Background: an optimization exercise with open tools, aiming at small area, a short achievable clock period and few clock cycles per item. Do not read the settings as production practice.
No functional check of the RTL was part of any run shown here.

## flow/design.v (module list and top-level ports; edited modules follow where they fit)
// module cp_xu: 395 lines
// module cp_xu_mul: 2281 lines
module cp_xu (
    input  wire        clk,
    input  wire        rst,
    input  wire        in_valid,
    output wire        in_ready,
    input  wire [5:0]  in_op,
    input  wire [31:0] in_ra,
    input  wire [31:0] in_rb,
    input  wire        in_c,
    input  wire [1:0]  in_qrm,
    input  wire        in_acc,
    output reg         out_valid,
    output reg  [31:0] out_rd,
    output reg  [31:0] out_hi,
    output reg         out_n,
    output reg         out_z,
    output reg         out_c,
    output reg         out_v,
    output reg         out_q,
    output reg         out_dz
);
  // ...
==> flow/run.sh <==
#!/bin/bash
# synth_recipe.tcl (not shown) runs the flow's synth.tcl, then flattens the netlist and writes it again
# the make line also repeats each setting of config.mk as NAME=value (left out here)
make -C /OpenROAD-flow-scripts/flow DESIGN_CONFIG=/design/flow/config.mk WORK_HOME=/design/flow/orfs CLKGATE_MAP_FILE= SYNTH_SCRIPT=/design/flow/synth_recipe.tcl finish
==> flow/config.mk <==
export PLATFORM = sky130hd
export DESIGN_NAME = cp_xu
export DESIGN_NICKNAME = cp_xu
export VERILOG_FILES = /design/flow/design.v
export SDC_FILE = /design/flow/constraint.sdc
export NUM_CORES = 4
export LEC_CHECK = 0
export CAP_MARGIN = 20
export CORE_MARGIN = 2
export CORE_UTILIZATION = 40
export SLEW_MARGIN = 20
==> flow/constraint.sdc <==
create_clock -name core_clock -period 17.0 [get_ports {clk}]
set_input_delay 3.4000 -clock core_clock [delete_from_list [all_inputs] [get_ports {clk}]]
set_output_delay 3.4000 -clock core_clock [all_outputs]
set_load 0.01 [all_outputs]
==> summary.md, run 1 <==
| Metric | Value |
|---|---|
| Post-synth EDFFs | 108 |
| Outcome | finished clean |
| Biggest regs | s2 x64, k2 x63 |
| DPL Wire Length | 386 mm |
| Finished Cell Area | 0.0877 mm² |
| Main combinational cell family by area after synthesis | compound AO/OA/AOI/OAI gates |
| Clk pin slew, worst setup/hold paths | around 0.07 ns |
| Crit path to | b1[11] |
| Non-clock inverter count | approximately 780 |
| Crit path max-delay family | compound AO/OA/AOI/OAI gates |
| Compound-Gate Fraction of Synth Area | 33.2% |
| Layout cells sized above 1 | 6.33% |
| Register area | approximately 0.01 mm² |
| WL met3 | around 66 mm |
| Hold Path End | acc2 |
| Clock Network Area Fraction | 2.08% |
| Post-layout util | between 40% and 50% |
| Seq_cells | 439 |
| Largest net degree at the start of global routing | 168 |
| Max reg flops | between 60 and 70 |
| CP max FO | 62 |
| Reg2Reg Depth | 35 |
| Crit path time final | between 10 and 15 ns |
| Area delta synth->final | 6.86% |
| DP Cell Count | 14235 |
| RSZ-0062 raised after global routing | no |
| Warnings from Yosys | 1 |
| WL met1 | approximately 190 mm |
| Fin. max-slew vios | 0 |
| Most frequent cells in the layout | a21oi_1 (1753), o21ai_0 (1271), nand2_1 (1236) |
==> run 2: changes to the inputs <==
--- a/flow/config.mk
+++ b/flow/config.mk
@@ -5,6 +5,7 @@
 export SDC_FILE = /design/flow/constraint.sdc
 export NUM_CORES = 4
 export LEC_CHECK = 0
+export ABC_AREA = 1
 export CAP_MARGIN = 20
 export CORE_MARGIN = 2
 export CORE_UTILIZATION = 40
==> summary.md, run 2 <==
| Metric | Value |
|---|---|
| Initial DRC Count | 11058 |
| Final cell count without fillers | 12893 |
| Post-Syn Area | around 0.071 mm² |
| Total GRT Usage | 43.9% |
| Mux share of post-synthesis cell area | 0% |
| Die Wd | 426 µm |
| Drt drc | 0 |
| First-pass GRT wire length | 567 mm |
| Worst skew pair latency | 0.74 ns |
| Synth unique cells | 71 |
| Crit path max-delay family | buffers and inverters |
| Number of synthesized register bits | 439 |
| Crit path time final | 12.33 ns (+0.844 ns) |
| Critical path start-end classification | reg2reg |
| Origin of the worst min-delay path | acc1 |
| Compound-Gate Fraction of Synth Area | 20.4% (-13 points) |
| Synth Area in XOR/XNOR | between 10% and 20% |
| Most frequent cells in the layout | nand2_1 (1952), inv_1 (1620), o21ai_0 (924) |
| Synth top cells by count | nand2_1 (1955), inv_1 (1639), o21ai_0 (929) |
| Cell repeated most along the worst path | nand2_1 |
| Wire per inst | between 30 and 40 µm |
| # IOs | between 100 and 150 |
| Clk sink count | 439 |
| Post-Synth Adder-Cell Area | 20.2% |
| Fin Hold WS | 0.357 ns |
| Hold Path Class | reg2reg |
| Post-Syn Instances | 10665 |
| Worst Hold Path Cells | 0 |
| Period utilization | 72.5% |
| RD Place Congestion | 1.08 |
| CTS Buf Count | 56 |
| Main combinational cell family by area after synthesis | compound AO/OA/AOI/OAI gates |
| Main flop type after synthesis | dfxtp_1 |
| Register area | 0.00988 mm² (about the same) |
| CTS HTree Levels | 2 |
| Hold_buf cts | 0 |
| DRT Wirelength | 412 mm |
| Syn_nets | 11607 |
| # rows | about 150 |
| FILL cells | 18729 |
| Area fraction of the dominant cell type after synthesis | 13.4% |
| Warnings from Yosys | 1 (unchanged) |
| CP max FO | 56 (-9.7%) |
| Syn avg cell area | 6.68 µm² |
| Total of max-cap violations | 0 |
| Post-synth EDFFs | 108 (unchanged) |
| Synth area leader | fa_1 |
| Register area share after synthesis | 13.8% |
| Biggest regs | s2 x64, k2 x63 |
| Setup Buffers After CTS | 0 |
| Slew @ Worst Pin | 1.31 ns |
| Max reg flops | 64 (unchanged) |
| Hold Path End | acc2 |
| DPL Wire Length | 314 mm (-19%) |
| Outcome | finished clean |
| RR Endpoint | a1[23] |
| Initial Util | about two fifths |
| Commonest non-fill, non-tap cell in the layout | nand2_1 |
| Clock buffer depth | 3 |
| Buf+Inv Stages, Crit Path | 12 |
| Max-slew headroom | 12.5% |
| Pre-Repair DR Iteration Count | 9 |
| Vias/cell | slightly above 6 |
| R2R setup slack | 4.67 ns |
| CP startpoint kind | flip-flop |
| Multi-input logic area | 0.0526 mm² |
| Largest net degree at the start of global routing | 97 (-42%) |
| Slowest stage cell, crit path | buf_4 |
| Crit path capture type | flip-flop |
| Simple-Gate Fraction of Synth Area | 20.3% |
| Layout cells sized above 1 | 5.99% (-0.33 points) |
| FMAX | 81.1 MHz |
| Post-route ant nets | 0 |
| Top-count cell post-synth | nand2_1 |
| Asr flop ratio synth | 0% |
| Required time worst endpoint | between 15 and 20 ns |
| Final Hold Fails | 0 |
| Final setup vio count | 0 |
| Core footprint | 0.177 mm² |
| Synth area leaders | fa_1 (13%), xor2_1 (11%), nand2_1 (10%), dfxtp_1 (9.3%), inv_1 (8.6%) |
| Nets | 11425 |
| Initial antenna violation count | 48 |
| Biggest register | s2 |
| GR Overflow Total | 0 |
| Setup tns final | 0 ns |
| DP Cell Count | 12764 (-10%) |
| CTS resizes | 0 |
| Worst path max stage delay | 0.58 ns |
| Reg2reg start | op1[0] |
| Buffers on Ports | 148 |
| Reg2Reg Depth | 43 (+23%) |
| Vias in the first global route | roughly 75000 |
| Die Ht | about 430 µm |
| Setup Skew | slightly above 0.08 ns |
| Via count | 79033 |
| Clk pin slew, worst setup/hold paths | 0.06 ns (about the same) |
| Root Buffer | clkbuf_16 |
| RSZ-0062 raised after global routing | no |
| Fin. max-slew vios | 0 (unchanged) |
| CTS tree | done |
| Critical Path AT | around 13 ns |
| Area delta synth->final | 8.42% |
| Die ar. | ~0.18 mm² |
run 2: kinds of logic (layout without fill, tap and decap cells):
logic type / Yosys count / count (layout)
AND/OR/NAND/NOR: 3472 / 3472
adder cells (fa/ha/maj): 866 / 866
flip-flops: 439 / 439
buffers and inverters: 2364 / 2229
other: 0 / 23
XOR/XNOR: 1011 / 1011
AO/OA/AOI/OAI: 2513 / 2513
run 2: cell type report:
class / count / area share, %
multi-input combinational: 7862 / 68.0
sequential: 439 / 12.8
inverter: 1704 / 8.28
timing repair buffer: 420 / 4.57
tap: 2340 / 3.79
clock buffer: 68 / 1.92
clock inverter: 37 / 0.560
antenna: 23 / 0.0745
run 2: worst reg2reg max path: cells and delay by family (launching register included):
kind	cells	cell delay (ns)
compound gates	12	2.60
xor+xnor	1	0.53
fa+ha+maj	3	1.21
buf+inv	12	4.17
flops	1	0.35
simple gates	15	3.18
run 2: routing by layer:
layer	global-route usage [%]	part of all wire [%]	vias to the layer above
met5	0.265	0.074	-
met4	33.6	9.4	42
met3	16.6	13	1647
met2	63.7	41	5723
met1	52.3	37	37381
li1	-	-	34240
run 2: through the flow:
step / worst slack [ns] / cell area, µm² / util [%]
2_1_floorplan: 8.81 / 71300 / -
3_3_place_gp: 4.96 / 75300 / 42.6
3_5_place_dp: 4.89 / 75300 / 42.6
4_1_cts: 4.90 / 77200 / 43.7
5_1_grt: 3.98 / 77200 / 43.7
6_report: 4.67 / 77300 / 43.7
run 2: worst max path at each step:
stage          slack (ns)    from  endpoint  depth (start not counted)
2_1_floorplan        8.81  op1[1]     a1[0]                         35
3_3_place_gp         4.96  op1[0]    a1[26]                         44
3_5_place_dp         4.89  op1[0]    a1[24]                         44
4_1_cts              4.90  op1[0]    a1[24]                         44
5_1_grt              3.98  op1[0]    a1[23]                         44
6_report             4.67  op1[0]    a1[23]                         43

==> separate check: timing with driven ports <==
In the flow no input, the clock included, has a driving cell. The finished layouts below were timed again as built, in two steps.
Step 1 sets driving cells, clkbuf_16 on the clock port and buf_2 on the other inputs (assumed; they add their load-dependent delay and slew).
Step 2, shift: input delay + t, output delay - t, t = (earliest + latest rising clock arrival at the registers) / 2. This alone moves slack from input paths to output paths.
Three values: no drivers, after step 1, after step 2; two values: the first two.
| run | t (ns) | setup WS [ns] | worst setup path after step 2 | latest minus earliest clock arrival (ns) |
|---|---|---|---|---|
| run 1 | 0.803 | 5.513 / 5.513 / 5.513 | register to register | 0.081 / 0.081 |
| run 2 | 0.789 | 4.669 / 4.669 / 4.669 | register to register | 0.082 / 0.082 |
After both steps every run listed still meets setup and hold.
